This design comes from an exercise in tuning for small area, a short achievable clock period and few clock cycles per item on the open sky130 flow, not from production work. In this exercise RTL edits were held to simulation tests only and were not proved equivalent to the original.

==> exp/fjord: inputs <==
// ghash_core
module ghash_core (
    input  wire         clk,
    input  wire         rst,         
    input  wire         in_valid,
    output wire         in_ready,
    input  wire         init,        
    input  wire [127:0] h,
    input  wire [127:0] x,
    output reg          out_valid,
    output wire [127:0] y
);
    reg [127:0] xr, hr;   
    reg         vr;       
    reg [127:0] acc;      
    reg [127:0] yr;       
    assign in_ready = 1'b1;
    assign y        = yr;
    wire [127:0] m = acc ^ xr;
    wire [127:0] hh = hr;
    wire [127:0] a_p, b_p;
    genvar gi;
    generate
        for (gi = 0; gi < 128; gi = gi + 1) begin : g_rev
            assign a_p[gi] = m[127 - gi];
            assign b_p[gi] = hh[127 - gi];
        end
    endgenerate
    wire p1;
    gf_and u_p1 (.a(a_p[0]), .b(b_p[0]), .y(p1));
    wire p2;
    gf_nand u_p2 (.a(a_p[0]), .b(b_p[1]), .y(p2));
    wire p3;
    gf_nand u_p3 (.a(a_p[1]), .b(b_p[0]), .y(p3));
    wire x1;
    gf_xor u_x1 (.a(p2), .b(p3), .y(x1));
    wire p4;
    gf_nand u_p4 (.a(a_p[0]), .b(b_p[2]), .y(p4));
    wire p5;
    gf_nand u_p5 (.a(a_p[1]), .b(b_p[1]), .y(p5));
    wire p6;
    gf_nand u_p6 (.a(a_p[2]), .b(b_p[0]), .y(p6));
    wire x2;
    gf_xor u_x2 (.a(p4), .b(p5), .y(x2));
    wire x3;
    gf_xnor u_x3 (.a(p6), .b(x2), .y(x3));
    wire p7;
    gf_nand u_p7 (.a(a_p[0]), .b(b_p[3]), .y(p7));
    wire p8;
    gf_nand u_p8 (.a(a_p[1]), .b(b_p[2]), .y(p8));
    wire p9;
    gf_nand u_p9 (.a(a_p[2]), .b(b_p[1]), .y(p9));
    wire p10;
    gf_nand u_p10 (.a(a_p[3]), .b(b_p[0]), .y(p10));
    wire x4;
    gf_xor u_x4 (.a(p7), .b(p8), .y(x4));
    wire x5;
    gf_xor u_x5 (.a(p10), .b(p9), .y(x5));
    wire x6;
    gf_xor u_x6 (.a(x4), .b(x5), .y(x6));
    wire p11;
    gf_nand u_p11 (.a(a_p[0]), .b(b_p[4]), .y(p11));
    wire p12;
    gf_nand u_p12 (.a(a_p[1]), .b(b_p[3]), .y(p12));
    wire p13;
    gf_nand u_p13 (.a(a_p[2]), .b(b_p[2]), .y(p13));
    wire p14;
  ...
Settings: LEC_CHECK=0, CAP_MARGIN=20, CORE_MARGIN=2, CORE_UTILIZATION=30, SETUP_SLACK_MARGIN=3.5, SLEW_MARGIN=60, SYNTH_HIERARCHICAL=1; clock period 10.0 ns.
run.sh (not shown) runs the stock make flow with config.mk's settings and CLKGATE_MAP_FILE= SYNTH_SCRIPT=/design/flow/synth_recipe.tcl, a recipe that flattens the netlist after the stock synthesis.
==> inputs of exp/sierra, as changes to exp/fjord <==
--- a/flow/design.v
+++ b/flow/design.v
@@ -6,20 +6,21 @@
     input  wire         init,        
     input  wire [127:0] h,
     input  wire [127:0] x,
     output reg          out_valid,
     output wire [127:0] y
 );
     reg [127:0] xr, hr;   
+    reg         ir;       
     reg         vr;       
     reg [127:0] acc;      
-    reg [127:0] yr;       
+    reg         clr;      
     assign in_ready = 1'b1;
-    assign y        = yr;
-    wire [127:0] m = acc ^ xr;
+    assign y        = acc;
+    wire [127:0] m = ((ir | clr) ? 128'h0 : acc) ^ xr;
     wire [127:0] hh = hr;
     wire [127:0] a_p, b_p;
     genvar gi;
     generate
         for (gi = 0; gi < 128; gi = gi + 1) begin : g_rev
             assign a_p[gi] = m[127 - gi];
             assign b_p[gi] = hh[127 - gi];
@@ -26510,30 +26511,35 @@
     assign r_p[126] = x7991;
     assign r_p[127] = x7993;
     generate
         for (gi = 0; gi < 128; gi = gi + 1) begin : g_out
             assign prod[gi] = r_p[127 - gi];
         end
     endgenerate
-    wire clr = rst | (in_valid & init);
     always @(posedge clk) begin
-        xr  <= in_valid ? x : 128'h0;
-        hr  <= in_valid ? h : {1'b1, 127'h0};
-        yr  <= prod;
-        acc <= clr ? 128'h0 : prod;
+        xr <= x;
+        hr <= h;
+        ir <= init;
     end
     always @(posedge clk) begin
         if (rst) begin
             vr        <= 1'b0;
             out_valid <= 1'b0;
+            clr       <= 1'b1;
         end else begin
             vr        <= in_valid;
             out_valid <= vr;
+            if (vr)
+                clr <= 1'b0;
         end
     end
+    always @(posedge clk) begin
+        if (vr)
+            acc <= prod;
+    end
 endmodule
 module gf_nand (
     input  wire a,
     input  wire b,
     output wire y
 );
     assign y = ~(a & b);
==> flow/config.mk (replaced) <==
export PLATFORM = sky130hd
export DESIGN_NAME = ghash_core
export DESIGN_NICKNAME = ghash_core
export VERILOG_FILES = /design/flow/design.v
export SDC_FILE = /design/flow/constraint.sdc
export NUM_CORES = 4
export LEC_CHECK = 0
export CAP_MARGIN = 20
export CORE_MARGIN = 2
export CORE_UTILIZATION = 40
export SLEW_MARGIN = 20
export SYNTH_HIERARCHICAL = 1
==> flow_summary.yaml <==
synthesis:
  syn_area_per_cell_um2: 7.292
  synth_edf_count: 0
  syn_inst: 14250
  synth_area_um2: 103900
clock_network:
  htreeDepth: 3
  cts.sinks: 514
  cts_made_buffers: 72
status:
  status: "timing/DRC/antenna clean"
die:
  fp.dieArea_um2: 351100
  tapCellCount: 4578
finish:
  nets: 15990
  instances_no_fill: 20410
  multi_input_cells: 13690
  fin_area_um2: 141100
sta:
  worstMarginPinSlew_ns: 0.7514
-- figures above: exp/fjord

==> flow_summary.yaml <==
synthesis:
  syn_area_per_cell_um2: 7.353
  synth_edf_count: 128
  synth_area_um2: 101900
  syn_inst: 13860
status:
  status: "timing/DRC/antenna clean"
clock_network:
  cts.sinks: 388
  cts_made_buffers: 52
die:
  fp.dieArea_um2: 258700
  tapCellCount: 3366
finish:
  multi_input_cells: 13440
  nets: 15440
  fin_area_um2: 120200
route:
  drt_wl_total_um: 631200
sta:
  worstMarginPinSlew_ns: 1.403
-- figures above: exp/sierra

Testbench counts of exp/fjord, summed over its fixed seeds: cycles 4,808, items 4,800.
Testbench counts of exp/sierra, summed over its fixed seeds: cycles 4,808, items 4,800.

what the ideal ports hide:
No port has a modelled driver above. Below, the same layouts with a new extraction and two added sets of constraints. Step 1 assumes that a clkbuf_16 drives the clock port and a buf_2 every other input. Step 2 adds t to the input delays and takes it off the output delays; t is the mean of the earliest and latest rising clock arrival at the registers after step 1. Input paths then give back, and output paths get back, about the clock's delay inside the block. Slacks: ideal / step 1 / step 2; pairs: ideal / step 1.
run | t (ns) | setup slack, ns | pins driven straight from the clock port
exp/fjord | 0.938 | 3.260 / 3.260 / 3.260 | 1
exp/sierra | 0.831 | 0.592 / 0.592 / 0.592 | 1
After both steps setup and hold are still met in every run listed.
